Source: an optimization exercise on an open RTL-to-GDS flow (aim: small area, a short achievable clock period and few clock cycles per item). Production flows keep margins and buffers that such runs may drop. Only simulation tests tie the RTL to the original design; equivalence was not proved.

## flow/design.v

```verilog
module dge_sha256 (
    input  wire         clk,
    input  wire         rst,         
    input  wire         in_valid,
    output wire         in_ready,
    input  wire [63:0]  in_data,
    input  wire         in_first,
    input  wire         in_last,
    output reg          out_valid,
    output wire [255:0] out_digest
);
    localparam [31:0] IV0 = 32'h6a09e667, IV1 = 32'hbb67ae85,
                      IV2 = 32'h3c6ef372, IV3 = 32'ha54ff53a,
                      IV4 = 32'h510e527f, IV5 = 32'h9b05688c,
                      IV6 = 32'h1f83d9ab, IV7 = 32'h5be0cd19;
    reg [6:0]  rc;           
    reg        busy;         
    reg        cur_first;    
    reg        cur_last;     
    reg [3:0]  lcnt;         
    reg [3:0]  lph;          
    reg        pf, pl;       
    reg        hi_pend;      
    reg        rdy;
    reg [31:0] w [0:15];
    reg [31:0] s_hi;
    reg [31:0] a, b, c, d, e, f, g, h;
    reg [31:0] p;            
    reg [31:0] qa0, qa1, qa2, qa3;    
    reg [31:0] qe0, qe1, qe2, qe3;    
    assign in_ready = rdy;
    wire accept = in_valid & rdy & ~rst;
    wire fin   = rc[6];                           
    wire rot   = rc[6] | (rc[5:0] >= 6'd61);      
    wire start = fin & (lcnt == 4'd8) & (lph == 4'd15);
    reg [31:0] k_n;
    always @(*) begin
        case (rc)
            7'd0:  k_n = 32'h71374491; 7'd1:  k_n = 32'hb5c0fbcf;
            7'd2:  k_n = 32'he9b5dba5; 7'd3:  k_n = 32'h3956c25b;
            7'd4:  k_n = 32'h59f111f1; 7'd5:  k_n = 32'h923f82a4;
            7'd6:  k_n = 32'hab1c5ed5; 7'd7:  k_n = 32'hd807aa98;
            7'd8:  k_n = 32'h12835b01; 7'd9:  k_n = 32'h243185be;
            7'd10: k_n = 32'h550c7dc3; 7'd11: k_n = 32'h72be5d74;
            7'd12: k_n = 32'h80deb1fe; 7'd13: k_n = 32'h9bdc06a7;
            7'd14: k_n = 32'hc19bf174; 7'd15: k_n = 32'he49b69c1;
            7'd16: k_n = 32'hefbe4786; 7'd17: k_n = 32'h0fc19dc6;
            7'd18: k_n = 32'h240ca1cc; 7'd19: k_n = 32'h2de92c6f;
            7'd20: k_n = 32'h4a7484aa; 7'd21: k_n = 32'h5cb0a9dc;
            7'd22: k_n = 32'h76f988da; 7'd23: k_n = 32'h983e5152;
            7'd24: k_n = 32'ha831c66d; 7'd25: k_n = 32'hb00327c8;
            7'd26: k_n = 32'hbf597fc7; 7'd27: k_n = 32'hc6e00bf3;
            7'd28: k_n = 32'hd5a79147; 7'd29: k_n = 32'h06ca6351;
            7'd30: k_n = 32'h14292967; 7'd31: k_n = 32'h27b70a85;
            7'd32: k_n = 32'h2e1b2138; 7'd33: k_n = 32'h4d2c6dfc;
            7'd34: k_n = 32'h53380d13; 7'd35: k_n = 32'h650a7354;
            7'd36: k_n = 32'h766a0abb; 7'd37: k_n = 32'h81c2c92e;
            7'd38: k_n = 32'h92722c85; 7'd39: k_n = 32'ha2bfe8a1;
            7'd40: k_n = 32'ha81a664b; 7'd41: k_n = 32'hc24b8b70;
            7'd42: k_n = 32'hc76c51a3; 7'd43: k_n = 32'hd192e819;
            7'd44: k_n = 32'hd6990624; 7'd45: k_n = 32'hf40e3585;
            7'd46: k_n = 32'h106aa070; 7'd47: k_n = 32'h19a4c116;
            7'd48: k_n = 32'h1e376c08; 7'd49: k_n = 32'h2748774c;
            7'd50: k_n = 32'h34b0bcb5; 7'd51: k_n = 32'h391c0cb3;
            7'd52: k_n = 32'h4ed8aa4a; 7'd53: k_n = 32'h5b9cca4f;
            7'd54: k_n = 32'h682e6ff3; 7'd55: k_n = 32'h748f82ee;
            7'd56: k_n = 32'h78a5636f; 7'd57: k_n = 32'h84c87814;
            7'd58: k_n = 32'h8cc70208; 7'd59: k_n = 32'h90befffa;
            7'd60: k_n = 32'ha4506ceb; 7'd61: k_n = 32'hbef9a3f7;
            7'd62: k_n = 32'hc67178f2; default: k_n = 32'h428a2f98;
        endcase
    end
    wire [31:0] big_s0 = {a[1:0], a[31:2]} ^ {a[12:0], a[31:13]} ^ {a[21:0], a[31:22]};
    wire [31:0] big_s1 = {e[5:0], e[31:6]} ^ {e[10:0], e[31:11]} ^ {e[24:0], e[31:25]};
    wire [31:0] ch     = (e & f) ^ (~e & g);
    wire [31:0] maj    = (a & b) ^ (a & c) ^ (b & c);
    wire [31:0] t_s = p ^ ch ^ big_s1;
    wire [31:0] t_c = {(p[30:0] & ch[30:0]) | (p[30:0] & big_s1[30:0]) | (ch[30:0] & big_s1[30:0]), 1'b0};
    wire [31:0] e_s = t_s ^ t_c ^ d;
    wire [31:0] e_c = {(t_s[30:0] & t_c[30:0]) | (t_s[30:0] & d[30:0]) | (t_c[30:0] & d[30:0]), 1'b0};
    wire [31:0] e_new = e_s + e_c;
    wire [31:0] u_s = t_s ^ t_c ^ big_s0;
    wire [31:0] u_c = {(t_s[30:0] & t_c[30:0]) | (t_s[30:0] & big_s0[30:0]) | (t_c[30:0] & big_s0[30:0]), 1'b0};
    wire [31:0] v_s = u_s ^ u_c ^ maj;
    wire [31:0] v_c = {(u_s[30:0] & u_c[30:0]) | (u_s[30:0] & maj[30:0]) | (u_c[30:0] & maj[30:0]), 1'b0};
    wire [31:0] a_new = v_s + v_c;
    wire [31:0] sm_s0 = {w[1][6:0], w[1][31:7]} ^ {w[1][17:0], w[1][31:18]} ^ (w[1] >> 3);
    wire [31:0] sm_s1 = {w[14][16:0], w[14][31:17]} ^ {w[14][18:0], w[14][31:19]} ^ (w[14] >> 10);
    wire [31:0] w_next = sm_s1 + w[9] + sm_s0 + w[0];
    reg  [31:0] iva, ive;
    always @(*) begin
        case (rc[1:0])
            2'd1:    begin iva = IV3; ive = IV7; end    
            2'd2:    begin iva = IV2; ive = IV6; end    
            2'd3:    begin iva = IV1; ive = IV5; end    
            default: begin iva = IV0; ive = IV4; end    
        endcase
    end
    wire [31:0] xa = cur_first ? iva : qa0;
    wire [31:0] xe = cur_first ? ive : qe0;
    wire [31:0] sum_a = xa + (busy ? a : 32'd0);
    wire [31:0] sum_e = xe + (busy ? e : 32'd0);
    wire [31:0] p_op  = fin ? (pf ? IV7 : qe1) : g;
    wire [31:0] p_new = p_op + k_n + w[1];
    wire q0_slot = (rc == 7'd49) | (rc == 7'd53) | (rc == 7'd57) | (rc == 7'd61);
    function can_acc(input [3:0] lc, input [3:0] ph, input [6:0] r);
        can_acc = (lc == 4'd0) ? ((r == 7'd49) | (r == 7'd53) | (r == 7'd57) | (r == 7'd61))
                               : (~lc[3] & (ph == {lc[2:0], 1'b0}));
    endfunction
    wire [31:0] in_lo = {in_data[7:0],   in_data[15:8],  in_data[23:16], in_data[31:24]};
    wire [31:0] in_hi = {in_data[39:32], in_data[47:40], in_data[55:48], in_data[63:56]};
    wire sched_we = busy & (rc <= 7'd47);
    reg [6:0] rc_n;
    reg [3:0] lcnt_n, lph_n;
    always @(*) begin
        if (rst) begin
            rc_n = 7'd61; lcnt_n = 4'd0; lph_n = 4'd0;
        end else begin
            if (fin) rc_n = start ? 7'd0 : 7'd61;
            else     rc_n = rc + 7'd1;
            if (start)       lcnt_n = 4'd0;
            else if (accept) lcnt_n = lcnt + 4'd1;
            else             lcnt_n = lcnt;
            lph_n = (accept & (lcnt == 4'd0)) ? 4'd1 : lph + 4'd1;
        end
    end
    integer i;
    always @(posedge clk) begin
        rc   <= rc_n;
        lcnt <= lcnt_n;
        lph  <= lph_n;
        rdy  <= can_acc(lcnt_n, lph_n, rc_n);
        hi_pend <= accept;
        if (accept & (lcnt == 4'd0)) begin
            pf <= in_first;
            pl <= in_last;
        end
        if (rst) begin
            busy      <= 1'b0;
            cur_first <= 1'b0;
            out_valid <= 1'b0;
        end else begin
            out_valid <= fin & busy & cur_last;
            if (fin) begin
                busy      <= start;
                cur_first <= start & pf;
                cur_last  <= pl;
            end
        end
        for (i = 0; i < 15; i = i + 1)
            w[i] <= w[i + 1];
        if (sched_we)     w[15] <= w_next;
        else if (accept)  w[15] <= in_lo;
        else if (hi_pend) w[15] <= s_hi;
        else              w[15] <= w[0];
        s_hi <= in_hi;
        p <= p_new;
        if (fin) begin
            a <= pf ? IV0 : sum_a; b <= pf ? IV1 : qa3;
            c <= pf ? IV2 : qa2;   d <= pf ? IV3 : qa1;
            e <= pf ? IV4 : sum_e; f <= pf ? IV5 : qe3;
            g <= pf ? IV6 : qe2;   h <= pf ? IV7 : qe1;
        end else begin
            a <= a_new; b <= a; c <= b; d <= c;
            e <= e_new; f <= e; g <= f; h <= g;
        end
        if (rot) begin
            qa0 <= qa1; qa1 <= qa2; qa2 <= qa3; qa3 <= sum_a;
            qe0 <= qe1; qe1 <= qe2; qe2 <= qe3; qe3 <= sum_e;
        end
    end
    wire [31:0] H0 = qa3, H1 = qa2, H2 = qa1, H3 = qa0;
    wire [31:0] H4 = qe3, H5 = qe2, H6 = qe1, H7 = qe0;
    assign out_digest = {
        H7[7:0], H7[15:8], H7[23:16], H7[31:24],
        H6[7:0], H6[15:8], H6[23:16], H6[31:24],
        H5[7:0], H5[15:8], H5[23:16], H5[31:24],
        H4[7:0], H4[15:8], H4[23:16], H4[31:24],
        H3[7:0], H3[15:8], H3[23:16], H3[31:24],
        H2[7:0], H2[15:8], H2[23:16], H2[31:24],
        H1[7:0], H1[15:8], H1[23:16], H1[31:24],
        H0[7:0], H0[15:8], H0[23:16], H0[31:24]
    };
endmodule
```

## flow/run.sh

```bash
#!/bin/bash
# synth_recipe.tcl (not shown) runs the flow's synth.tcl, then flattens the netlist and writes it again
# the make line also repeats each setting of config.mk as NAME=value (left out here)
make -C /OpenROAD-flow-scripts/flow DESIGN_CONFIG=/design/flow/config.mk WORK_HOME=/design/flow/orfs CLKGATE_MAP_FILE= SYNTH_SCRIPT=/design/flow/synth_recipe.tcl finish
```

## flow/config.mk

```make
export PLATFORM = sky130hd
export DESIGN_NAME = dge_sha256
export DESIGN_NICKNAME = dge_sha256
export VERILOG_FILES = /design/flow/design.v
export SDC_FILE = /design/flow/constraint.sdc
export NUM_CORES = 4
export LEC_CHECK = 0
export CAP_MARGIN = 20
export CORE_MARGIN = 2
export CORE_UTILIZATION = 40
export PLACE_DENSITY = 0.6
export SLEW_MARGIN = 20
```

## flow/constraint.sdc

```tcl
create_clock -name core_clock -period 10.0 [get_ports {clk}]
set_input_delay 2.0000 -clock core_clock [delete_from_list [all_inputs] [get_ports {clk}]]
set_output_delay 2.0000 -clock core_clock [all_outputs]
set_load 0.01 [all_outputs]
```

==> impl_results.html, run 1 <==
<table>
<tr><th>Metric</th><th>Value</th></tr>
<tr><th colspan="2">Timing</th></tr>
<tr><td>Worst hold slack across all endpoints</td><td>298 ps</td></tr>
<tr><td>Max transition margin</td><td>25.5%</td></tr>
<tr><td>Final Critical Period</td><td>5830 ps</td></tr>
<tr><td>Number of setup violations in the final report</td><td>0</td></tr>
<tr><td>Skew final</td><td>78.4 ps</td></tr>
<tr><td>Final clock period utilization by the worst path</td><td>58.3%</td></tr>
<tr><td>Total negative setup slack</td><td>0 ps</td></tr>
<tr><td>Least-Margin Pin Slew</td><td>1110 ps</td></tr>
<tr><td>Final count of pins violating max slew</td><td>0</td></tr>
<tr><td>Min setup slack post-route</td><td>4170 ps</td></tr>
<tr><td>Timing-limited maximum frequency</td><td>172 MHz</td></tr>
<tr><td>Setup repair after global routing missed its margin</td><td>false</td></tr>
<tr><td>Total count of hold-check failures in the final report</td><td>0</td></tr>
<tr><th colspan="2">Status</th></tr>
<tr><td>Status</td><td>failed layout checks</td></tr>
<tr><td>Layout Check Fails</td><td>antenna rules</td></tr>
<tr><th colspan="2">Die</th></tr>
<tr><td>Count of standard-cell rows</td><td>130</td></tr>
<tr><td>Area of the die</td><td>129,000 sq um</td></tr>
<tr><td>Area of the placeable core</td><td>125,000 sq um</td></tr>
<tr><td>Die height</td><td>359 microns</td></tr>
<tr><td>Number of ports placed on the die boundary</td><td>327</td></tr>
<tr><td>Initial Utilization</td><td>40.2%</td></tr>
<tr><td>Die boundary width</td><td>359 microns</td></tr>
<tr><th colspan="2">GRT</th></tr>
<tr><td>Largest net degree at the start of global routing</td><td>146</td></tr>
<tr><td>Overflow after GRT</td><td>0</td></tr>
<tr><td>Initial antenna violation count</td><td>6</td></tr>
<tr><td>Number of global-route vias before repair</td><td>35,100</td></tr>
<tr><td>All-layer global routing usage</td><td>26.3%</td></tr>
<tr><td>First-pass GRT wire length</td><td>245 mm</td></tr>
<tr><th colspan="2">Clock tree</th></tr>
<tr><td>Post-CTS repair timing setup buffer count</td><td>0</td></tr>
<tr><td>Level count of the clock H-tree</td><td>3</td></tr>
<tr><td>Inserted Clock Buffers</td><td>112</td></tr>
<tr><td>TritonCTS clock tree</td><td>yes</td></tr>
<tr><td>Number of cells upsized or downsized after cts</td><td>0</td></tr>
<tr><td>Hold buffers post-CTS</td><td>0</td></tr>
<tr><td>Source-to-sink clock delay at the later pin of the worst-skew pair</td><td>780 ps</td></tr>
<tr><td>Root buffer selected by CTS</td><td>sky130_fd_sc_hd__clkbuf_16</td></tr>
<tr><td>Clock slew at reported path FFs</td><td>60 ps</td></tr>
<tr><td>Buffer levels on the longest clock path</td><td>3</td></tr>
<tr><td>Clock Sinks</td><td>1,111</td></tr>
<tr><th colspan="2">Yosys</th></tr>
<tr><td>Synth async-reset ratio</td><td>0%</td></tr>
<tr><td>Biggest area contributors in the synthesized netlist</td><td>sky130_fd_sc_hd__dfxtp_1 (34%), sky130_fd_sc_hd__edfxtp_1 (15%), sky130_fd_sc_hd__fa_1 (8.7%)</td></tr>
<tr><td>Area fraction in compound gates after synthesis</td><td>15.4%</td></tr>
<tr><td>Syn_nets</td><td>5,121</td></tr>
<tr><td>Post-synth EDFFs</td><td>259</td></tr>
<tr><td>Post-synthesis register bit count</td><td>1,111</td></tr>
<tr><td>Simple-Gate Fraction of Synth Area</td><td>7.03%</td></tr>
<tr><td>Largest area contributor in the netlist</td><td>sky130_fd_sc_hd__dfxtp_1</td></tr>
<tr><td>Share of synthesized area occupied by flip-flops and latches</td><td>49.3%</td></tr>
<tr><td>Total standard cell area after synthesis</td><td>50,300 sq um</td></tr>
<tr><td>Largest family of logic cells by synthesized area</td><td>compound AO/OA/AOI/OAI gates</td></tr>
<tr><td>Post-Synth XOR/XNOR Area</td><td>7.29%</td></tr>
<tr><td>Mapped Cells</td><td>4,620</td></tr>
<tr><td>Mean cell area of the mapped netlist</td><td>10.9 sq um</td></tr>
<tr><td>Fraction of synthesized area in multiplexers</td><td>1.28%</td></tr>
<tr><td>Area fraction of the dominant cell type after synthesis</td><td>33.9%</td></tr>
<tr><td>Ys flop type</td><td>sky130_fd_sc_hd__dfxtp_1</td></tr>
<tr><td>Post-synthesis share of cell area spent on full adders, half adders and majority gates</td><td>14.6%</td></tr>
<tr><td>Synth unique cells</td><td>77</td></tr>
<tr><td>Number of warnings printed during yosys synthesis</td><td>2</td></tr>
<tr><th colspan="2">Critical path</th></tr>
<tr><td>Type of element capturing the critical path</td><td>flip-flop</td></tr>
<tr><td>R2R Path End</td><td>p[30]</td></tr>
<tr><td>Depth of the worst register-to-register path</td><td>16</td></tr>
<tr><td>Critical Path Start Type</td><td>flip-flop</td></tr>
<tr><td>Worst flop-to-flop path startpoint</td><td>rc[6]</td></tr>
<tr><td>Worst setup path category</td><td>flip-flop to flip-flop</td></tr>
<tr><td>Slack of the worst reg-to-reg path</td><td>4170 ps</td></tr>
<tr><td>Crit Path Max Fanout</td><td>37</td></tr>
<tr><td>Crit path arrival time</td><td>6500 ps</td></tr>
<tr><td>Required arrival time at the worst endpoint</td><td>10,670 ps</td></tr>
<tr><th colspan="2">Drt</th></tr>
<tr><td>Number of routed nets with antenna violations</td><td>1</td></tr>
<tr><td>Total iterations of the first detailed-routing run</td><td>6</td></tr>
<tr><td>Vias after detailed routing</td><td>35,900</td></tr>
<tr><td>WL per Instance</td><td>25.8 microns</td></tr>
<tr><td>Final WL</td><td>171 mm</td></tr>
<tr><td>Vias per std cell</td><td>5.41</td></tr>
<tr><td>Number of DRC markers after the initial detailed-route iteration</td><td>3,131</td></tr>
<tr><td>Remaining routing DRC violations</td><td>0</td></tr>
<tr><th colspan="2">Min path</th></tr>
<tr><td>Hold path endpoint</td><td>w[7][15]</td></tr>
<tr><td>Tightest Hold Check Type</td><td>flip-flop to flip-flop</td></tr>
<tr><td>Hold wc startpoint</td><td>w[8][15]</td></tr>
<tr><td>Worst Hold Depth</td><td>0</td></tr>
<tr><th colspan="2">Flow run</th></tr>
<tr><td># Max-Cap Violations</td><td>0</td></tr>
<tr><th colspan="2">Final layout</th></tr>
<tr><td>Layout filler cell count</td><td>11,600</td></tr>
<tr><td>Number of nets at the end of the flow</td><td>5,379</td></tr>
<tr><td>Biggest register</td><td>w</td></tr>
<tr><td>Max FFs per register</td><td>512</td></tr>
<tr><td>Syn-to-layout area delta</td><td>17.7%</td></tr>
<tr><td>Ratio of cells with drive above 1 in the final layout</td><td>6.69%</td></tr>
<tr><th colspan="2">Placement</th></tr>
<tr><td>Final GP Congestion</td><td>0.959</td></tr>
<tr><td>Worst slack, placed</td><td>4100 ps</td></tr>
<tr><td>Number of port buffers</td><td>326</td></tr>
<tr><td>Detail Placement HPWL</td><td>129 mm</td></tr>
</table>
==> cell type report <==
class | count | area [sq um] | share of cell area, %
Antenna cell | 10 | 25.0 | 0.0422
Clock buffer | 152 | 3170 | 5.34
Clock inverter | 61 | 768 | 1.30
Inverter | 432 | 1630 | 2.75
Multi-Input combinational cell | 2836 | 23000 | 38.9
Sequential cell | 1111 | 24800 | 41.9
Tap cell | 1650 | 2060 | 3.48
Timing Repair Buffer | 385 | 3730 | 6.30
==> routing by layer <==
metal / global-route usage [%] / wire length [microns] / vias up
met5: 0 / 46 / -
met4: 9.96 / 6770 / 6
met3: 3.95 / 11700 / 288
met2: 40.9 / 75900 / 1451
met1: 36.8 / 76400 / 17700
li1: - / - / 16500
==> per-stage QoR <==
step                      cells  utilization, %  area (sq um)
after global placement     6414            44.1         55300
after detailed placement   6414            44.1         55300
after floorplan            4620               -         50300
final                      6637            47.3         59200
after CTS                  6627            47.3         59200
after global routing       6627            47.3         59200
==> worst max-delay path by stage <==
stage | startpoint | end | slack, ps
after detailed placement | rst | flip-flop | 4100
final | rc[6] | p[30] | 4170
after CTS | rc[6] | p[31] | 4100
after floorplan | rc[0] | qa0[0] | 1980
after global routing | rc[6] | p[31] | 3710
after global placement | rst | flip-flop | 4160
==> critical path, stage by stage (launching register included) <==
cell	delay (ps)
sky130_fd_sc_hd__dfxtp_4	660
sky130_fd_sc_hd__inv_6	260
sky130_fd_sc_hd__nor2_4	510
sky130_fd_sc_hd__buf_4	520
sky130_fd_sc_hd__buf_4	470
sky130_fd_sc_hd__a22o_1	340
sky130_fd_sc_hd__fa_1	460
sky130_fd_sc_hd__ha_1	350
sky130_fd_sc_hd__a21oi_1	170
sky130_fd_sc_hd__nor2b_1	90
sky130_fd_sc_hd__a41oi_1	220
sky130_fd_sc_hd__o311a_1	330
sky130_fd_sc_hd__o31ai_1	190
sky130_fd_sc_hd__o41ai_1	560
sky130_fd_sc_hd__o2111ai_1	230
sky130_fd_sc_hd__a21oi_1	210
sky130_fd_sc_hd__xnor2_1	150
==> cells in the mapped netlist, types with 26 or more instances <==
master and number:
sky130_fd_sc_hd__a21oi_1 233, sky130_fd_sc_hd__o21a_1 37, sky130_fd_sc_hd__nor3_1 42, sky130_fd_sc_hd__a31oi_1 35, sky130_fd_sc_hd__inv_1 428, sky130_fd_sc_hd__a211oi_1 40, sky130_fd_sc_hd__nor2_1 186, sky130_fd_sc_hd__and2_1 70
sky130_fd_sc_hd__o22ai_1 29, sky130_fd_sc_hd__nand2_1 233, sky130_fd_sc_hd__o22a_1 106, sky130_fd_sc_hd__or2_2 27, sky130_fd_sc_hd__xor2_1 104, sky130_fd_sc_hd__a21o_1 77, sky130_fd_sc_hd__mux2i_1 35, sky130_fd_sc_hd__edfxtp_1 259
sky130_fd_sc_hd__o211ai_1 59, sky130_fd_sc_hd__mux2_2 26, sky130_fd_sc_hd__a22o_1 92, sky130_fd_sc_hd__nor2b_1 33, sky130_fd_sc_hd__fa_1 219, sky130_fd_sc_hd__nand3_1 49, sky130_fd_sc_hd__xnor2_1 315, sky130_fd_sc_hd__maj3_1 32
sky130_fd_sc_hd__ha_1 213, sky130_fd_sc_hd__nand2b_1 40, sky130_fd_sc_hd__o21ai_0 261, sky130_fd_sc_hd__dfxtp_1 852, sky130_fd_sc_hd__clkbuf_1 222
==> logic make-up after synthesis <==
| family | Yosys count |
|---|---|
| compound gates | 1147 |
| flops | 1111 |
| simple gates | 745 |
| buf+inv | 673 |
| fa+ha+maj | 464 |
| xor+xnor | 419 |
| mux | 61 |
==> cell usage in the layout (no fill, tap or decap), types with 42 or more instances in the layout <==
cell type                         netlist  layout
sky130_fd_sc_hd__o211ai_1              59      59
sky130_fd_sc_hd__edfxtp_1             259     259
sky130_fd_sc_hd__and2_1                70      69
sky130_fd_sc_hd__fa_1                 219     219
sky130_fd_sc_hd__a21oi_1              233     233
sky130_fd_sc_hd__clkbuf_16              0     114
sky130_fd_sc_hd__a22o_1                92      92
sky130_fd_sc_hd__nor3_1                42      42
sky130_fd_sc_hd__a21o_1                77      77
sky130_fd_sc_hd__ha_1                 213     213
sky130_fd_sc_hd__nand3_1               49      48
sky130_fd_sc_hd__o21ai_0              261     259
sky130_fd_sc_hd__buf_4                  0      57
sky130_fd_sc_hd__dfxtp_1              852     848
sky130_fd_sc_hd__clkdlybuf4s50_1        0     326
sky130_fd_sc_hd__o22a_1               106     106
sky130_fd_sc_hd__nor2_1               186     181
sky130_fd_sc_hd__xnor2_1              315     315
sky130_fd_sc_hd__nand2_1              233     230
sky130_fd_sc_hd__inv_1                428     426
sky130_fd_sc_hd__xor2_1               104     104
Testbench counts, summed over its fixed seeds: cycles 31,271, blocks 479.
==> run 2, diff against run 1 <==
--- a/flow/config.mk
+++ b/flow/config.mk
@@ -8,5 +8,6 @@
 export CAP_MARGIN = 20
 export CORE_MARGIN = 2
-export CORE_UTILIZATION = 40
-export PLACE_DENSITY = 0.6
+export CORE_UTILIZATION = 60
+export PLACE_DENSITY = 0.72
+export SETUP_SLACK_MARGIN = 5
 export SLEW_MARGIN = 20
==> run 2 against run 1 <==
Net effect: synthesized cell count did not move; now clean on timing, DRC and antenna; synthesized area did not move.
==> impl_results.html, run 2 <==
<table>
<tr><th>Metric</th><th>Value</th></tr>
<tr><th colspan="2">Min path</th></tr>
<tr><td>Hold path endpoint</td><td>w[1][18]</td></tr>
<tr><td>Worst Hold Depth</td><td>0</td></tr>
<tr><td>Tightest Hold Check Type</td><td>flip-flop to flip-flop</td></tr>
<tr><td>Hold wc startpoint</td><td>w[2][18]</td></tr>
<tr><th colspan="2">Final layout</th></tr>
<tr><td>Biggest register</td><td>w</td></tr>
<tr><td>Layout filler cell count</td><td>6,009</td></tr>
<tr><td>Most common cell after layout, fill and taps aside</td><td>sky130_fd_sc_hd__dfxtp_1</td></tr>
<tr><td>Max FFs per register</td><td>512</td></tr>
<tr><td>Top library cells by usage in the layout, fill and taps aside</td><td>sky130_fd_sc_hd__dfxtp_1 (795), sky130_fd_sc_hd__inv_1 (423), sky130_fd_sc_hd__clkdlybuf4s50_1 (326)</td></tr>
<tr><td>Syn-to-layout area delta</td><td>17.2%</td></tr>
<tr><td>Ratio of cells with drive above 1 in the final layout</td><td>9.13%</td></tr>
<tr><td>Number of nets at the end of the flow</td><td>5,383</td></tr>
<tr><td>Core utilization of the finished layout</td><td>70.8%</td></tr>
<tr><th colspan="2">Critical path</th></tr>
<tr><td>Crit path arrival time</td><td>5650 ps</td></tr>
<tr><td>Worst setup path category</td><td>flip-flop to flip-flop</td></tr>
<tr><td>Required arrival time at the worst endpoint</td><td>10,590 ps</td></tr>
<tr><td>Depth of the worst register-to-register path</td><td>19</td></tr>
<tr><td>Slack of the worst reg-to-reg path</td><td>4930 ps</td></tr>
<tr><td>Type of element capturing the critical path</td><td>flip-flop</td></tr>
<tr><td>Worst flop-to-flop path startpoint</td><td>e[1]</td></tr>
<tr><td>R2R Path End</td><td>a[31]</td></tr>
<tr><td>Crit Path Max Fanout</td><td>6</td></tr>
<tr><td>Critical Path Start Type</td><td>flip-flop</td></tr>
<tr><th colspan="2">Die</th></tr>
<tr><td>Number of ports placed on the die boundary</td><td>327</td></tr>
<tr><td>Area of the die</td><td>86,200 sq um</td></tr>
<tr><td>Die boundary width</td><td>294 microns</td></tr>
<tr><td>Count of standard-cell rows</td><td>106</td></tr>
<tr><td>Area of the placeable core</td><td>83,300 sq um</td></tr>
<tr><td>Initial Utilization</td><td>60.4%</td></tr>
<tr><td>Die height</td><td>294 microns</td></tr>
<tr><th colspan="2">GRT</th></tr>
<tr><td>First-pass GRT wire length</td><td>232 mm</td></tr>
<tr><td>Largest net degree at the start of global routing</td><td>144</td></tr>
<tr><td>All-layer global routing usage</td><td>36.4%</td></tr>
<tr><td>Initial antenna violation count</td><td>7</td></tr>
<tr><td>Number of global-route vias before repair</td><td>35,900</td></tr>
<tr><td>Overflow after GRT</td><td>0</td></tr>
<tr><th colspan="2">Timing</th></tr>
<tr><td>Final Critical Period</td><td>5070 ps</td></tr>
<tr><td>Max transition margin</td><td>32.1%</td></tr>
<tr><td>Setup repair after global routing missed its margin</td><td>true</td></tr>
<tr><td>Final clock period utilization by the worst path</td><td>50.7%</td></tr>
<tr><td>Number of setup violations in the final report</td><td>0</td></tr>
<tr><td>Timing-limited maximum frequency</td><td>197 MHz</td></tr>
<tr><td>Min setup slack post-route</td><td>4930 ps</td></tr>
<tr><td>Final count of pins violating max slew</td><td>0</td></tr>
<tr><td>Skew final</td><td>54.3 ps</td></tr>
<tr><td>Least-Margin Pin Slew</td><td>1020 ps</td></tr>
<tr><td>Total count of hold-check failures in the final report</td><td>0</td></tr>
<tr><td>Total negative setup slack</td><td>0 ps</td></tr>
<tr><th colspan="2">Drt</th></tr>
<tr><td>Final WL</td><td>159 mm</td></tr>
<tr><td>Number of DRC markers after the initial detailed-route iteration</td><td>3,342</td></tr>
<tr><td>Number of routed nets with antenna violations</td><td>0</td></tr>
<tr><td>Vias per std cell</td><td>6.03</td></tr>
<tr><td>Remaining routing DRC violations</td><td>0</td></tr>
<tr><td>Vias after detailed routing</td><td>36,500</td></tr>
<tr><td>WL per Instance</td><td>26.2 microns</td></tr>
<tr><td>Total iterations of the first detailed-routing run</td><td>6</td></tr>
<tr><th colspan="2">Clock tree</th></tr>
<tr><td>TritonCTS clock tree</td><td>yes</td></tr>
<tr><td>Hold buffers post-CTS</td><td>0</td></tr>
<tr><td>Inserted Clock Buffers</td><td>107</td></tr>
<tr><td>Clock Sinks</td><td>1,111</td></tr>
<tr><td>Buffer levels on the longest clock path</td><td>3</td></tr>
<tr><td>Root buffer selected by CTS</td><td>sky130_fd_sc_hd__clkbuf_16</td></tr>
<tr><td>Clock slew at reported path FFs</td><td>70 ps</td></tr>
<tr><td>Level count of the clock H-tree</td><td>3</td></tr>
<tr><td>Source-to-sink clock delay at the later pin of the worst-skew pair</td><td>720 ps</td></tr>
<tr><th colspan="2">Yosys</th></tr>
<tr><td>Most repeated cell in the gate-level netlist after synthesis</td><td>sky130_fd_sc_hd__dfxtp_1</td></tr>
<tr><td>Mean cell area of the mapped netlist</td><td>10.9 sq um</td></tr>
<tr><td>Ys flop type</td><td>sky130_fd_sc_hd__dfxtp_1</td></tr>
<tr><td>Post-synthesis register bit count</td><td>1,111</td></tr>
<tr><td>Biggest area contributors in the synthesized netlist</td><td>sky130_fd_sc_hd__dfxtp_1 (34%), sky130_fd_sc_hd__edfxtp_1 (15%), sky130_fd_sc_hd__fa_1 (8.7%)</td></tr>
<tr><td>Number of warnings printed during yosys synthesis</td><td>2</td></tr>
<tr><td>Cell types with the highest counts after synthesis</td><td>sky130_fd_sc_hd__dfxtp_1 (852), sky130_fd_sc_hd__inv_1 (428), sky130_fd_sc_hd__xnor2_1 (315)</td></tr>
<tr><td>Synth unique cells</td><td>77</td></tr>
<tr><td>Post-synth EDFFs</td><td>259</td></tr>
<tr><td>Mapped Cells</td><td>4,620</td></tr>
<tr><td>Total standard cell area after synthesis</td><td>50,300 sq um</td></tr>
<tr><td>Share of synthesized area occupied by flip-flops and latches</td><td>49.3%</td></tr>
<tr><td>Largest area contributor in the netlist</td><td>sky130_fd_sc_hd__dfxtp_1</td></tr>
<tr><td>Syn_nets</td><td>5,121</td></tr>
<tr><td>Area fraction of the dominant cell type after synthesis</td><td>33.9%</td></tr>
<tr><td>Synth async-reset ratio</td><td>0%</td></tr>
<tr><th colspan="2">Placement</th></tr>
<tr><td>Detail Placement HPWL</td><td>115 mm</td></tr>
<tr><td>Worst slack, placed</td><td>4200 ps</td></tr>
<tr><td>Final GP Congestion</td><td>0.983</td></tr>
<tr><td>Number of port buffers</td><td>326</td></tr>
<tr><th colspan="2">Flow run</th></tr>
<tr><td># Max-Cap Violations</td><td>0</td></tr>
<tr><th colspan="2">Status</th></tr>
<tr><td>Status</td><td>no timing/DRC/antenna violations</td></tr>
</table>
## run 2: cells by family (layout without fill, tap and decap cells)
logic type | count (synthesis) | in the layout | synth area share, %
adder cells (fa/ha/maj) | 464 | 464 | 14.6
other | 0 | 3 | 0
multiplexers | 61 | 61 | 1.28
AO/OA/AOI/OAI | 1147 | 1147 | 15.4
XOR/XNOR | 419 | 419 | 7.29
flip-flops | 1111 | 1111 | 49.3
AND/OR/NAND/NOR | 745 | 747 | 7.03
buffers and inverters | 673 | 1025 | 5.02
## run 2: worst max-delay path: stages (launching register included)
cell,delay [ps]
sky130_fd_sc_hd__dfxtp_4,420
sky130_fd_sc_hd__mux2_2,360
sky130_fd_sc_hd__fa_1,490
sky130_fd_sc_hd__inv_1,70
sky130_fd_sc_hd__fa_1,490
sky130_fd_sc_hd__inv_1,50
sky130_fd_sc_hd__fa_1,480
sky130_fd_sc_hd__ha_1,160
sky130_fd_sc_hd__inv_1,70
sky130_fd_sc_hd__fa_2,390
sky130_fd_sc_hd__nand2b_4,160
sky130_fd_sc_hd__a21oi_2,190
sky130_fd_sc_hd__o211ai_1,280
sky130_fd_sc_hd__a21oi_2,270
sky130_fd_sc_hd__o221ai_2,140
sky130_fd_sc_hd__nand2b_4,180
sky130_fd_sc_hd__o31ai_2,240
sky130_fd_sc_hd__a21oi_2,90
sky130_fd_sc_hd__and3_1,170
sky130_fd_sc_hd__a311o_1,260
## run 2: cell type report
class                           instances  area [sq um]  area share, %
Tap cell                             1080          1350           2.29
Timing Repair Buffer                  392          3810           6.46
Antenna cell                            3          7.51         0.0127
Multi-Input combinational cell       2838         23500           39.8
Clock buffer                          133          2910           4.92
Clock inverter                         68           838           1.42
Inverter                              432          1640           2.78
Sequential cell                      1111         25000           42.3
## run 2: repair_timing
action,in CTS,in global routing
pin swaps,9,15
endpoints found under the setup margin,43,59
gates resized for setup,73,82
cloned,2,0
buffers inserted,5,13
## run 2: routing by layer
metal  part of all wire (%)  track usage (%)  vias to the layer above  routed length [microns]
met5                  0.015                0                        -                       24
met3                    7.7             5.45                      427                    12200
met1                     40             47.6                    17900                    63200
met4                    5.9             18.1                        4                     9440
met2                     47             59.4                     1821                    74000
li1                       -                -                    16400                        -
## run 2: how the worst max path moves through the flow
stage | to | start | cells past startpoint | slack, ps
6_report | a[31] | e[1] | 19 | 4930
3_5_place_dp | flip-flop | rst | 10 | 4200
2_1_floorplan | qa0[0] | rc[0] | 4 | 4710
4_1_cts | a[31] | e[26] | 20 | 4930
3_3_place_gp | rdy | rst | 11 | 4050
5_1_grt | a[31] | e[1] | 19 | 4830
## run 2: stage by stage
stage,hold slack (ps),instance area [sq um],cells
finish,302,59000,6057
floorplan,310,50400,4620
global placement,310,54500,5832
global route,305,59000,6054
detailed placement,312,54500,5833
CTS,304,58600,6041
==> run 3, diff against run 2 <==
--- a/flow/design.v
+++ b/flow/design.v
@@ -15,4 +15,7 @@
                       IV6 = 32'h1f83d9ab, IV7 = 32'h5be0cd19;
     reg [6:0]  rc;           
+    reg        fin;          
+    reg        addc;         
+    reg        sched_we;     
     reg        busy;         
     reg        cur_first;    
@@ -21,17 +24,12 @@
     reg [3:0]  lph;          
     reg        pf, pl;       
-    reg        hi_pend;      
     reg        rdy;
     reg [31:0] w [0:15];
-    reg [31:0] s_hi;
     reg [31:0] a, b, c, d, e, f, g, h;
     reg [31:0] p;            
-    reg [31:0] qa0, qa1, qa2, qa3;    
-    reg [31:0] qe0, qe1, qe2, qe3;    
+    reg [31:0] ra0, ra1, ra2, ra3, ra4;    
+    reg [31:0] re0, re1, re2, re3, re4;    
     assign in_ready = rdy;
     wire accept = in_valid & rdy & ~rst;
-    wire fin   = rc[6];                           
-    wire rot   = rc[6] | (rc[5:0] >= 6'd61);      
-    wire start = fin & (lcnt == 4'd8) & (lph == 4'd15);
     reg [31:0] k_n;
     always @(*) begin
@@ -97,25 +95,26 @@
         endcase
     end
-    wire [31:0] xa = cur_first ? iva : qa0;
-    wire [31:0] xe = cur_first ? ive : qe0;
-    wire [31:0] sum_a = xa + (busy ? a : 32'd0);
-    wire [31:0] sum_e = xe + (busy ? e : 32'd0);
-    wire [31:0] p_op  = fin ? (pf ? IV7 : qe1) : g;
+    wire        use_iv = cur_first & addc;
+    wire        add_on = busy & addc;
+    wire [31:0] xa = use_iv ? iva : ra0;
+    wire [31:0] xe = use_iv ? ive : re0;
+    wire [31:0] sum_a = xa + (add_on ? a : 32'd0);
+    wire [31:0] sum_e = xe + (add_on ? e : 32'd0);
+    wire [31:0] p_op  = fin ? (pf ? IV7 : re2) : g;
     wire [31:0] p_new = p_op + k_n + w[1];
-    wire q0_slot = (rc == 7'd49) | (rc == 7'd53) | (rc == 7'd57) | (rc == 7'd61);
     function can_acc(input [3:0] lc, input [3:0] ph, input [6:0] r);
-        can_acc = (lc == 4'd0) ? ((r == 7'd49) | (r == 7'd53) | (r == 7'd57) | (r == 7'd61))
+        can_acc = (lc == 4'd0) ? ((r == 7'd50) | (r == 7'd55) | (r == 7'd60))
                                : (~lc[3] & (ph == {lc[2:0], 1'b0}));
     endfunction
     wire [31:0] in_lo = {in_data[7:0],   in_data[15:8],  in_data[23:16], in_data[31:24]};
     wire [31:0] in_hi = {in_data[39:32], in_data[47:40], in_data[55:48], in_data[63:56]};
-    wire sched_we = busy & (rc <= 7'd47);
+    wire start = fin & (lph == 4'd14) & ((lcnt == 4'd8) | ((lcnt == 4'd7) & accept));
     reg [6:0] rc_n;
     reg [3:0] lcnt_n, lph_n;
     always @(*) begin
         if (rst) begin
-            rc_n = 7'd61; lcnt_n = 4'd0; lph_n = 4'd0;
+            rc_n = 7'd60; lcnt_n = 4'd0; lph_n = 4'd0;
         end else begin
-            if (fin) rc_n = start ? 7'd0 : 7'd61;
+            if (fin) rc_n = start ? 7'd0 : 7'd60;
             else     rc_n = rc + 7'd1;
             if (start)       lcnt_n = 4'd0;
@@ -128,8 +127,9 @@
     always @(posedge clk) begin
         rc   <= rc_n;
+        fin  <= rc_n[6];
+        addc <= rc_n[6] | (rc_n[5:0] >= 6'd61);
         lcnt <= lcnt_n;
         lph  <= lph_n;
         rdy  <= can_acc(lcnt_n, lph_n, rc_n);
-        hi_pend <= accept;
         if (accept & (lcnt == 4'd0)) begin
             pf <= in_first;
@@ -140,4 +140,5 @@
             cur_first <= 1'b0;
             out_valid <= 1'b0;
+            sched_we  <= 1'b0;
         end else begin
             out_valid <= fin & busy & cur_last;
@@ -147,29 +148,30 @@
                 cur_last  <= pl;
             end
+            sched_we <= (fin ? start : busy) & (rc_n <= 7'd47);
         end
-        for (i = 0; i < 15; i = i + 1)
+        for (i = 0; i < 14; i = i + 1)
             w[i] <= w[i + 1];
-        if (sched_we)     w[15] <= w_next;
-        else if (accept)  w[15] <= in_lo;
-        else if (hi_pend) w[15] <= s_hi;
-        else              w[15] <= w[0];
-        s_hi <= in_hi;
+        if (accept) begin
+            w[14] <= in_lo;
+            w[15] <= in_hi;
+        end else begin
+            w[14] <= w[15];
+            w[15] <= sched_we ? w_next : w[0];
+        end
         p <= p_new;
         if (fin) begin
-            a <= pf ? IV0 : sum_a; b <= pf ? IV1 : qa3;
-            c <= pf ? IV2 : qa2;   d <= pf ? IV3 : qa1;
-            e <= pf ? IV4 : sum_e; f <= pf ? IV5 : qe3;
-            g <= pf ? IV6 : qe2;   h <= pf ? IV7 : qe1;
+            a <= pf ? IV0 : sum_a; b <= pf ? IV1 : ra4;
+            c <= pf ? IV2 : ra3;   d <= pf ? IV3 : ra2;
+            e <= pf ? IV4 : sum_e; f <= pf ? IV5 : re4;
+            g <= pf ? IV6 : re3;   h <= pf ? IV7 : re2;
         end else begin
             a <= a_new; b <= a; c <= b; d <= c;
             e <= e_new; f <= e; g <= f; h <= g;
         end
-        if (rot) begin
-            qa0 <= qa1; qa1 <= qa2; qa2 <= qa3; qa3 <= sum_a;
-            qe0 <= qe1; qe1 <= qe2; qe2 <= qe3; qe3 <= sum_e;
-        end
+        ra0 <= ra1; ra1 <= ra2; ra2 <= ra3; ra3 <= ra4; ra4 <= sum_a;
+        re0 <= re1; re1 <= re2; re2 <= re3; re3 <= re4; re4 <= sum_e;
     end
-    wire [31:0] H0 = qa3, H1 = qa2, H2 = qa1, H3 = qa0;
-    wire [31:0] H4 = qe3, H5 = qe2, H6 = qe1, H7 = qe0;
+    wire [31:0] H0 = ra4, H1 = ra3, H2 = ra2, H3 = ra1;
+    wire [31:0] H4 = re4, H5 = re3, H6 = re2, H7 = re1;
     assign out_digest = {
         H7[7:0], H7[15:8], H7[23:16], H7[31:24],
==> run 3 against run 2 <==
Net effect: register-to-register slack improved by 30 ps; global-route usage increased by 0.47 points; non-clock buffer count down 13; largest cell class is now multi-input gates; highest routed layer unchanged.
==> impl_results.html, run 3 <==
<table>
<tr><th>Metric</th><th>Value</th></tr>
<tr><th colspan="2">Yosys</th></tr>
<tr><td>Total standard cell area after synthesis</td><td>48,800 sq um</td></tr>
<tr><td>Mean cell area of the mapped netlist</td><td>10.3 sq um</td></tr>
<tr><td>Syn_nets</td><td>5,243</td></tr>
<tr><td>Post-synthesis share of cell area spent on full adders, half adders and majority gates</td><td>15.1%</td></tr>
<tr><td>Biggest area contributors in the synthesized netlist</td><td>sky130_fd_sc_hd__dfxtp_1 (47%), sky130_fd_sc_hd__fa_1 (9.0%), sky130_fd_sc_hd__xnor2_1 (5.5%)</td></tr>
<tr><td>Number of warnings printed during yosys synthesis</td><td>2</td></tr>
<tr><td>Largest family of logic cells by synthesized area</td><td>compound AO/OA/AOI/OAI gates</td></tr>
<tr><td>Area fraction of the dominant cell type after synthesis</td><td>46.8%</td></tr>
<tr><td>Area fraction in compound gates after synthesis</td><td>15.3%</td></tr>
<tr><td>Synth unique cells</td><td>93</td></tr>
<tr><td>Ys flop type</td><td>sky130_fd_sc_hd__dfxtp_1</td></tr>
<tr><td>Mapped Cells</td><td>4,742</td></tr>
<tr><td>Post-synth EDFFs</td><td>3</td></tr>
<tr><td>Share of synthesized area occupied by flip-flops and latches</td><td>47.0%</td></tr>
<tr><td>Most repeated cell in the gate-level netlist after synthesis</td><td>sky130_fd_sc_hd__dfxtp_1</td></tr>
<tr><td>Fraction of synthesized area in multiplexers</td><td>1.12%</td></tr>
<tr><td>Simple-Gate Fraction of Synth Area</td><td>8.83%</td></tr>
<tr><td>Post-synthesis register bit count</td><td>1,144</td></tr>
<tr><td>Cell types with the highest counts after synthesis</td><td>sky130_fd_sc_hd__dfxtp_1 (1,141), sky130_fd_sc_hd__inv_1 (430), sky130_fd_sc_hd__nand2_1 (346)</td></tr>
<tr><td>Largest area contributor in the netlist</td><td>sky130_fd_sc_hd__dfxtp_1</td></tr>
<tr><td>Synth async-reset ratio</td><td>0%</td></tr>
<tr><td>Post-Synth XOR/XNOR Area</td><td>7.48%</td></tr>
<tr><th colspan="2">Placement</th></tr>
<tr><td>Worst slack, placed</td><td>2540 ps</td></tr>
<tr><td>Final GP Congestion</td><td>0.980</td></tr>
<tr><td>Count of placed standard cells including taps</td><td>5,940</td></tr>
<tr><td>Area after detailed placement</td><td>52,800 sq um</td></tr>
<tr><td>Detail Placement HPWL</td><td>113 mm</td></tr>
<tr><td>Number of port buffers</td><td>326</td></tr>
<tr><th colspan="2">Final layout</th></tr>
<tr><td>Core utilization of the finished layout</td><td>70.8%</td></tr>
<tr><td>Syn-to-layout area delta</td><td>16.9%</td></tr>
<tr><td>Most common cell after layout, fill and taps aside</td><td>sky130_fd_sc_hd__dfxtp_1</td></tr>
<tr><td>Ratio of cells with drive above 1 in the final layout</td><td>7.71%</td></tr>
<tr><td>Final instance area</td><td>57,000 sq um</td></tr>
<tr><td>Biggest register</td><td>w</td></tr>
<tr><td>Number of cells in the finished layout apart from fillers</td><td>6,150</td></tr>
<tr><td>Number of nets at the end of the flow</td><td>5,499</td></tr>
<tr><td>Top library cells by usage in the layout, fill and taps aside</td><td>sky130_fd_sc_hd__dfxtp_1 (1,107), sky130_fd_sc_hd__inv_1 (427), sky130_fd_sc_hd__nand2_1 (340)</td></tr>
<tr><td>Max FFs per register</td><td>512</td></tr>
<tr><th colspan="2">Status</th></tr>
<tr><td>Status</td><td>no timing/DRC/antenna violations</td></tr>
<tr><th colspan="2">Drt</th></tr>
<tr><td>Total iterations of the first detailed-routing run</td><td>5</td></tr>
<tr><td>Number of routed nets with antenna violations</td><td>0</td></tr>
<tr><td>WL per Instance</td><td>25.2 microns</td></tr>
<tr><td>Remaining routing DRC violations</td><td>0</td></tr>
<tr><td>Vias per std cell</td><td>5.91</td></tr>
<tr><td>Vias after detailed routing</td><td>36,400</td></tr>
<tr><td>Final WL</td><td>155 mm</td></tr>
<tr><td>Number of DRC markers after the initial detailed-route iteration</td><td>3,100</td></tr>
<tr><th colspan="2">Clock tree</th></tr>
<tr><td>Source-to-sink clock delay at the later pin of the worst-skew pair</td><td>700 ps</td></tr>
<tr><td>TritonCTS clock tree</td><td>yes</td></tr>
<tr><td>Hold buffers post-CTS</td><td>0</td></tr>
<tr><td>Level count of the clock H-tree</td><td>3</td></tr>
<tr><td>Root buffer selected by CTS</td><td>sky130_fd_sc_hd__clkbuf_16</td></tr>
<tr><td>Inserted Clock Buffers</td><td>107</td></tr>
<tr><td>Buffer levels on the longest clock path</td><td>3</td></tr>
<tr><td>Clock slew at reported path FFs</td><td>70 ps</td></tr>
<tr><td>Clock Sinks</td><td>1,144</td></tr>
<tr><th colspan="2">Critical path</th></tr>
<tr><td>Type of element capturing the critical path</td><td>flip-flop</td></tr>
<tr><td>Worst setup path category</td><td>flip-flop to flip-flop</td></tr>
<tr><td>R2R Path End</td><td>a[30]</td></tr>
<tr><td>Required arrival time at the worst endpoint</td><td>10,590 ps</td></tr>
<tr><td>Most repeated library cell on the critical path</td><td>sky130_fd_sc_hd__fa_1</td></tr>
<tr><td>Critical-path top delay cell</td><td>sky130_fd_sc_hd__fa_1</td></tr>
<tr><td>Crit Path Max Fanout</td><td>6</td></tr>
<tr><td>Longest individual stage delay on the worst path</td><td>500 ps</td></tr>
<tr><td>Slack of the worst reg-to-reg path</td><td>4970 ps</td></tr>
<tr><td>Worst flop-to-flop path startpoint</td><td>e[16]</td></tr>
<tr><td>Critical Path Start Type</td><td>flip-flop</td></tr>
<tr><td>Critical Path Source</td><td>e[16]</td></tr>
<tr><td>List of cells traversed by the critical path</td><td>mux2_2 -&gt; fa_1 -&gt; inv_1 -&gt; fa_1 -&gt; inv_1 -&gt; fa_1 -&gt; ha_2 -&gt; and3_1 -&gt; a221o_1 -&gt; a221o_1 -&gt; o211a_1 -&gt; o31a_1 -&gt; o31ai_4 -&gt; nor4b_4 -&gt; o22ai_1</td></tr>
<tr><td>Depth of the worst register-to-register path</td><td>15</td></tr>
<tr><td>Crit path arrival time</td><td>5620 ps</td></tr>
<tr><td>Worst Setup EP</td><td>a[30]</td></tr>
<tr><th colspan="2">Timing</th></tr>
<tr><td>Final Critical Period</td><td>5030 ps</td></tr>
<tr><td>Final clock period utilization by the worst path</td><td>50.3%</td></tr>
<tr><td>Number of setup violations in the final report</td><td>0</td></tr>
<tr><td>Worst hold slack across all endpoints</td><td>320 ps</td></tr>
<tr><td>Final count of pins violating max slew</td><td>0</td></tr>
<tr><td>Least-Margin Pin Slew</td><td>969 ps</td></tr>
<tr><td>Max transition margin</td><td>35.3%</td></tr>
<tr><td>Skew final</td><td>51.4 ps</td></tr>
<tr><td>Setup repair after global routing missed its margin</td><td>true</td></tr>
<tr><td>Timing-limited maximum frequency</td><td>199 MHz</td></tr>
<tr><td>Total negative setup slack</td><td>0 ps</td></tr>
<tr><td>Min setup slack post-route</td><td>4970 ps</td></tr>
<tr><td>Total count of hold-check failures in the final report</td><td>0</td></tr>
<tr><th colspan="2">GRT</th></tr>
<tr><td>Initial antenna violation count</td><td>7</td></tr>
<tr><td>Overflow after GRT</td><td>0</td></tr>
<tr><td>Largest net degree at the start of global routing</td><td>84</td></tr>
<tr><td>First-pass GRT wire length</td><td>228 mm</td></tr>
<tr><td>Number of global-route vias before repair</td><td>36,100</td></tr>
<tr><td>All-layer global routing usage</td><td>36.9%</td></tr>
<tr><th colspan="2">Min path</th></tr>
<tr><td>Tightest Hold Check Type</td><td>flip-flop to flip-flop</td></tr>
<tr><th colspan="2">Flow run</th></tr>
<tr><td># Max-Cap Violations</td><td>0</td></tr>
<tr><th colspan="2">Die</th></tr>
<tr><td>Die height</td><td>289 microns</td></tr>
<tr><td>Area of the die</td><td>83,600 sq um</td></tr>
<tr><td>Die boundary width</td><td>289 microns</td></tr>
<tr><td>Initial Utilization</td><td>60.6%</td></tr>
<tr><td>Area of the placeable core</td><td>80,500 sq um</td></tr>
<tr><td>Count of standard-cell rows</td><td>104</td></tr>
<tr><td>Number of ports placed on the die boundary</td><td>327</td></tr>
</table>
[run 3: changes by cell type after synthesis, moves of 22 or more]
cell	before	now
sky130_fd_sc_hd__and3_1	19	90
sky130_fd_sc_hd__o21ai_0	261	201
sky130_fd_sc_hd__edfxtp_1	259	3
sky130_fd_sc_hd__a21o_1	77	106
sky130_fd_sc_hd__and2_1	70	16
sky130_fd_sc_hd__clkbuf_1	222	196
sky130_fd_sc_hd__nor3_1	42	64
sky130_fd_sc_hd__nand2_1	233	346
sky130_fd_sc_hd__dfxtp_1	852	1141
[run 3: timing repair]
action	in CTS	in global routing
pin swaps	7	10
buffers inserted	6	2
gates resized for setup	73	42
cloned	1	0
setup endpoints to repair	57	38
[run 3: final cells by class]
cell class / instances / area [sq um]
clock inverters: 54 / 722
inverters: 432 / 1640
flip-flops and latches: 1144 / 23000
repair inverters: 1 / 5.00
fillers: 6026 / 23500
diodes: 3 / 7.51
clock buffers: 144 / 3010
well taps: 1060 / 1330
multi-input cells: 2933 / 23600
repair buffers: 379 / 3720
[run 3: layer usage]
metal	share of wire, %	vias to the layer above	global-route usage (%)
met5	0.015	-	0
met4	5.8	4	18.4
met3	7.3	390	5.96
met2	46	1683	60.3
met1	40	17700	47.6
li1	-	16600	-
[run 3: logic make-up (layout without fill, tap and decap cells)]
kind of cell	count (synthesis)	count (layout)
flip-flops	1144	1144
other	0	3
adder cells (fa/ha/maj)	464	464
multiplexers	51	51
AND/OR/NAND/NOR	922	922
buffers and inverters	665	1010
AO/OA/AOI/OAI	1080	1080
XOR/XNOR	416	416
[run 3: critical path: cells and delay by family, from the launching register on]
| kind | cells | cell delay (ps) |
|---|---|---|
| flops | 1 | 430 |
| compound gates | 6 | 1680 |
| buf+inv | 2 | 140 |
| fa+ha+maj | 4 | 1800 |
| mux | 1 | 400 |
| simple gates | 2 | 490 |
[run 3: worst min-delay path by stage]
stage,from,to,cells past startpoint
after CTS,ra1[6],ra0[6],0
after floorplan,w[11][0],w[10][0],0
after global placement,w[11][22],w[10][22],0
final,w[6][28],w[5][28],0
after global routing,w[2][28],w[1][28],0
after detailed placement,w[2][13],w[1][13],0
Testbench counts of run 3, summed over its fixed seeds: cycles 31,263, blocks 479.
==> run 4, diff against run 3 <==
--- a/flow/design.v
+++ b/flow/design.v
@@ -69,21 +69,32 @@
         endcase
     end
+    function [63:0] c42(input [31:0] x1, input [31:0] x2, input [31:0] x3, input [31:0] x4);
+        reg [31:0] s12, co, t, ci, cr;
+        integer k;
+        begin
+            s12 = x1 ^ x2;
+            for (k = 0; k < 32; k = k + 1)
+                co[k] = s12[k] ? x3[k] : x1[k];
+            t  = s12 ^ (x3 ^ x4);
+            ci = {co[30:0], 1'b0};
+            for (k = 0; k < 32; k = k + 1)
+                cr[k] = t[k] ? ci[k] : x4[k];
+            c42 = {cr[30:0], 1'b0, t ^ ci};
+        end
+    endfunction
     wire [31:0] big_s0 = {a[1:0], a[31:2]} ^ {a[12:0], a[31:13]} ^ {a[21:0], a[31:22]};
     wire [31:0] big_s1 = {e[5:0], e[31:6]} ^ {e[10:0], e[31:11]} ^ {e[24:0], e[31:25]};
     wire [31:0] ch     = (e & f) ^ (~e & g);
     wire [31:0] maj    = (a & b) ^ (a & c) ^ (b & c);
-    wire [31:0] t_s = p ^ ch ^ big_s1;
-    wire [31:0] t_c = {(p[30:0] & ch[30:0]) | (p[30:0] & big_s1[30:0]) | (ch[30:0] & big_s1[30:0]), 1'b0};
-    wire [31:0] e_s = t_s ^ t_c ^ d;
-    wire [31:0] e_c = {(t_s[30:0] & t_c[30:0]) | (t_s[30:0] & d[30:0]) | (t_c[30:0] & d[30:0]), 1'b0};
-    wire [31:0] e_new = e_s + e_c;
-    wire [31:0] u_s = t_s ^ t_c ^ big_s0;
-    wire [31:0] u_c = {(t_s[30:0] & t_c[30:0]) | (t_s[30:0] & big_s0[30:0]) | (t_c[30:0] & big_s0[30:0]), 1'b0};
-    wire [31:0] v_s = u_s ^ u_c ^ maj;
-    wire [31:0] v_c = {(u_s[30:0] & u_c[30:0]) | (u_s[30:0] & maj[30:0]) | (u_c[30:0] & maj[30:0]), 1'b0};
-    wire [31:0] a_new = v_s + v_c;
+    wire [63:0] e_cs  = c42(p, d, ch, big_s1);
+    wire [31:0] e_new = e_cs[31:0] + e_cs[63:32];
+    wire [31:0] t_s = p ^ ch ^ maj;
+    wire [31:0] t_c = {(p[30:0] & ch[30:0]) | (p[30:0] & maj[30:0]) | (ch[30:0] & maj[30:0]), 1'b0};
+    wire [63:0] a_cs  = c42(t_s, t_c, big_s0, big_s1);
+    wire [31:0] a_new = a_cs[31:0] + a_cs[63:32];
     wire [31:0] sm_s0 = {w[1][6:0], w[1][31:7]} ^ {w[1][17:0], w[1][31:18]} ^ (w[1] >> 3);
     wire [31:0] sm_s1 = {w[14][16:0], w[14][31:17]} ^ {w[14][18:0], w[14][31:19]} ^ (w[14] >> 10);
-    wire [31:0] w_next = sm_s1 + w[9] + sm_s0 + w[0];
+    wire [63:0] w_cs   = c42(w[0], w[9], sm_s0, sm_s1);
+    wire [31:0] w_next = w_cs[31:0] + w_cs[63:32];
     reg  [31:0] iva, ive;
     always @(*) begin
==> flow/flow/run.sh (new file) <==
#!/bin/bash
set -e
export SETUP_SLACK_MARGIN=6
bash standard.sh > standard.log 2>&1
==> flow/standard.sh (new file) <==
#!/bin/bash
# synth_recipe.tcl (not shown) runs the flow's synth.tcl, then flattens the netlist and writes it again
# the make line also repeats each setting of config.mk as NAME=value (left out here)
make -C /OpenROAD-flow-scripts/flow DESIGN_CONFIG=/design/flow/config.mk WORK_HOME=/design/flow/orfs CLKGATE_MAP_FILE= SYNTH_SCRIPT=/design/flow/synth_recipe.tcl "${@:-finish}"
--- a/flow/config.mk
+++ b/flow/config.mk
@@ -6,8 +6,8 @@
 export NUM_CORES = 4
 export LEC_CHECK = 0
+export ABC_AREA = 1
 export CAP_MARGIN = 20
 export CORE_MARGIN = 2
 export CORE_UTILIZATION = 60
 export PLACE_DENSITY = 0.72
-export SETUP_SLACK_MARGIN = 5
 export SLEW_MARGIN = 20
removed: flow/run.sh
==> run 4 against run 3 <==
Net effect: die area rose by 7.5%; still clean; clock skew is 6.8 ps higher; critical path type unchanged; sequential share of layout area decreased by 4.0 points; wire length grew 36%; synthesized cell count increased by 40%; register-to-register slack improved by 800 ps.
==> impl_results.html, run 4 <==
<table>
<tr><th>Metric</th><th>Value</th></tr>
<tr><th colspan="2">Critical path</th></tr>
<tr><td>Crit Path Max Fanout</td><td>5</td></tr>
<tr><td>Most repeated library cell on the critical path</td><td>sky130_fd_sc_hd__nand2_4</td></tr>
<tr><td>Slack of the worst reg-to-reg path</td><td>5770 ps</td></tr>
<tr><td>Depth of the worst register-to-register path</td><td>26</td></tr>
<tr><td>Worst setup path category</td><td>flip-flop to flip-flop</td></tr>
<tr><td>Crit path arrival time</td><td>4840 ps</td></tr>
<tr><td>Required arrival time at the worst endpoint</td><td>10,610 ps</td></tr>
<tr><td>Critical-path top delay cell</td><td>sky130_fd_sc_hd__fa_2</td></tr>
<tr><td>Type of element capturing the critical path</td><td>flip-flop</td></tr>
<tr><td>Critical Path Start Type</td><td>flip-flop</td></tr>
<tr><td>Longest individual stage delay on the worst path</td><td>580 ps</td></tr>
<tr><th colspan="2">Drt</th></tr>
<tr><td>WL per Instance</td><td>25.5 microns</td></tr>
<tr><td>Total iterations of the first detailed-routing run</td><td>9</td></tr>
<tr><td>Number of routed nets with antenna violations</td><td>0</td></tr>
<tr><td>Remaining routing DRC violations</td><td>0</td></tr>
<tr><td>Number of DRC markers after the initial detailed-route iteration</td><td>5,683</td></tr>
<tr><td>Vias after detailed routing</td><td>49,300</td></tr>
<tr><td>Vias per std cell</td><td>5.95</td></tr>
<tr><td>Final WL</td><td>211 mm</td></tr>
<tr><th colspan="2">Die</th></tr>
<tr><td>Area of the placeable core</td><td>86,800 sq um</td></tr>
<tr><td>Count of standard-cell rows</td><td>108</td></tr>
<tr><td>Number of ports placed on the die boundary</td><td>327</td></tr>
<tr><td>Die boundary width</td><td>300 microns</td></tr>
<tr><td>Area of the die</td><td>89,900 sq um</td></tr>
<tr><th colspan="2">Yosys</th></tr>
<tr><td>Total standard cell area after synthesis</td><td>52,500 sq um</td></tr>
<tr><td>Post-synthesis register bit count</td><td>1,144</td></tr>
<tr><td>Number of warnings printed during yosys synthesis</td><td>2</td></tr>
<tr><td>Mean cell area of the mapped netlist</td><td>7.93 sq um</td></tr>
<tr><td>Synth async-reset ratio</td><td>0%</td></tr>
<tr><td>Share of synthesized area occupied by flip-flops and latches</td><td>43.7%</td></tr>
<tr><td>Area fraction of the dominant cell type after synthesis</td><td>43.5%</td></tr>
<tr><td>Cell types with the highest counts after synthesis</td><td>sky130_fd_sc_hd__nand2_1 (1,434), sky130_fd_sc_hd__dfxtp_1 (1,141), sky130_fd_sc_hd__inv_1 (709)</td></tr>
<tr><td>Biggest area contributors in the synthesized netlist</td><td>sky130_fd_sc_hd__dfxtp_1 (44%), sky130_fd_sc_hd__nand2_1 (10%), sky130_fd_sc_hd__xor2_1 (6.3%)</td></tr>
<tr><td>Most repeated cell in the gate-level netlist after synthesis</td><td>sky130_fd_sc_hd__nand2_1</td></tr>
<tr><td>Largest area contributor in the netlist</td><td>sky130_fd_sc_hd__dfxtp_1</td></tr>
<tr><td>Ys flop type</td><td>sky130_fd_sc_hd__dfxtp_1</td></tr>
<tr><td>Synth unique cells</td><td>48</td></tr>
<tr><th colspan="2">Timing</th></tr>
<tr><td>Final Critical Period</td><td>4230 ps</td></tr>
<tr><td>Total count of hold-check failures in the final report</td><td>0</td></tr>
<tr><td>Setup repair after global routing missed its margin</td><td>true</td></tr>
<tr><td>Worst hold slack across all endpoints</td><td>314 ps</td></tr>
<tr><td>Number of setup violations in the final report</td><td>0</td></tr>
<tr><td>Least-Margin Pin Slew</td><td>1230 ps</td></tr>
<tr><td>Total negative setup slack</td><td>0 ps</td></tr>
<tr><td>Max transition margin</td><td>17.5%</td></tr>
<tr><td>Final clock period utilization by the worst path</td><td>42.3%</td></tr>
<tr><th colspan="2">Final layout</th></tr>
<tr><td>Number of nets at the end of the flow</td><td>7,382</td></tr>
<tr><td>Ratio of cells with drive above 1 in the final layout</td><td>10.7%</td></tr>
<tr><td>Most common cell after layout, fill and taps aside</td><td>sky130_fd_sc_hd__nand2_1</td></tr>
<tr><td>Syn-to-layout area delta</td><td>20.9%</td></tr>
<tr><td>Biggest register</td><td>w</td></tr>
<tr><th colspan="2">Clock tree</th></tr>
<tr><td>Source-to-sink clock delay at the later pin of the worst-skew pair</td><td>740 ps</td></tr>
<tr><td>Root buffer selected by CTS</td><td>sky130_fd_sc_hd__clkbuf_16</td></tr>
<tr><td>TritonCTS clock tree</td><td>yes</td></tr>
<tr><td>Level count of the clock H-tree</td><td>3</td></tr>
<tr><td>Hold buffers post-CTS</td><td>0</td></tr>
<tr><td>Clock slew at reported path FFs</td><td>70 ps</td></tr>
<tr><td>Clock Sinks</td><td>1,144</td></tr>
<tr><th colspan="2">Status</th></tr>
<tr><td>Status</td><td>no timing/DRC/antenna violations</td></tr>
<tr><th colspan="2">GRT</th></tr>
<tr><td>All-layer global routing usage</td><td>44.7%</td></tr>
<tr><td>Initial antenna violation count</td><td>11</td></tr>
<tr><td>First-pass GRT wire length</td><td>298 mm</td></tr>
<tr><th colspan="2">Min path</th></tr>
<tr><td>Tightest Hold Check Type</td><td>flip-flop to flip-flop</td></tr>
<tr><td>Worst Hold Depth</td><td>0</td></tr>
<tr><th colspan="2">Flow run</th></tr>
<tr><td># Max-Cap Violations</td><td>0</td></tr>
<tr><th colspan="2">Placement</th></tr>
<tr><td>Detail Placement HPWL</td><td>152 mm</td></tr>
<tr><td>Number of port buffers</td><td>326</td></tr>
</table>
run 4: cell types whose count changed after synthesis, sizes merged, moves of 90 or more:
| cell | before | now |
|---|---|---|
| a21oi | 238 | 523 |
| nor2 | 205 | 622 |
| inv | 432 | 713 |
| fa | 219 | 68 |
| o21ai | 203 | 409 |
| xor2 | 109 | 377 |
| nand3 | 55 | 353 |
| o22a | 105 | 14 |
| and3 | 90 | 0 |
| clkbuf | 196 | 98 |
| nand2 | 346 | 1441 |
run 4: worst paths after layout:
check	start	to
hold reg to reg	w[4][1]	w[3][1]
hold / removal	w[4][1]	w[3][1]
setup reg to reg	a[1]	a[25]
setup / recovery	a[1]	a[25]
run 4: cell type report:
class | count | area, sq um
Fill cell | 6404 | 23300
Timing Repair Buffer | 446 | 4480
Sequential cell | 1144 | 23100
Tap cell | 1155 | 1450
Multi-Input combinational cell | 4619 | 27900
Clock buffer | 143 | 3030
Timing Repair inverter | 3 | 25.0
Clock inverter | 55 | 771
Antenna cell | 7 | 17.5
Inverter | 714 | 2760
run 4: critical path, delay by kind of cell (launching register included):
kind / cells / cell delay [ps]
AND/OR/NAND/NOR: 13 / 1250
adder cells (fa/ha/maj): 3 / 1180
AO/OA/AOI/OAI: 3 / 540
XOR/XNOR: 2 / 400
flip-flops: 1 / 370
buffers and inverters: 5 / 360
run 4: timing repair:
| item | 4_1_cts | 5_1_grt |
|---|---|---|
| gates cloned | 13 | 2 |
| pin swaps | 34 | 70 |
| gates resized for setup | 232 | 338 |
| buffers inserted | 33 | 54 |
| endpoints found under the setup margin | 184 | 143 |
run 4: per-stage QoR:
| stage | std cells | area [sq um] | setup WS (ps) |
|---|---|---|---|
| after CTS | 8223 | 61900 | 6000 |
| after detailed placement | 7979 | 56800 | 3460 |
| after global placement | 7979 | 56800 | 3460 |
| after global routing | 8281 | 63500 | 5640 |
| final | 8286 | 63500 | 5770 |
| after floorplan | 6624 | 52500 | 6020 |
run 4: metal layers:
metal	wire, microns	track usage, %
met5	115	0.423
met4	20200	34.8
met3	22400	11.0
met2	94100	70.9
met1	74200	51.8
run 4: logic make-up (layout without fill, tap and decap cells):
logic type / after synthesis / after routing / share of synthesized area (%)
flops: 1144 / 1144 / 43.7
buf+inv: 867 / 1361 / 6.33
fa+ha+maj: 300 / 300 / 8.01
compound gates: 1092 / 1092 / 11.2
simple gates: 2595 / 2601 / 20.3
xor+xnor: 626 / 626 / 10.4
other cells: 0 / 7 / 0
Testbench counts of run 4, summed over its fixed seeds: cycles 31,263, blocks 479.

[re-timing with driven ports]
How much do the figures lean on ideal ports? The routed layouts below were timed once more, with nothing changed but the port constraints. Step 1, drivers: a clkbuf_16 drives clk and a buf_2 each remaining input, both assumed. Step 2 moves the port delays by t, midway between the first and last clock arrival at a register: inputs arrive t later, outputs are due t later. That takes back most of the time a late clock gives input paths. Three values: ideal ports, drivers, drivers and shift; two values: the first two.
| run | shift t [ns] | setup slack, ns | worst setup path at the end |
|---|---|---|---|
| run 1 | 0.813 | 4.171 / 4.171 / 3.940 | input to register |
| run 2 | 0.767 | 4.931 / 4.931 / 4.406 | input to register |
| run 3 | 0.748 | 4.965 / 4.965 / 4.391 | input to register |
| run 4 | 0.786 | 5.770 / 5.770 / 5.273 | input to register |
The setup slack of run 3, which loses most, moves by 0.000 ns with the drivers and by -0.574 ns with both steps.
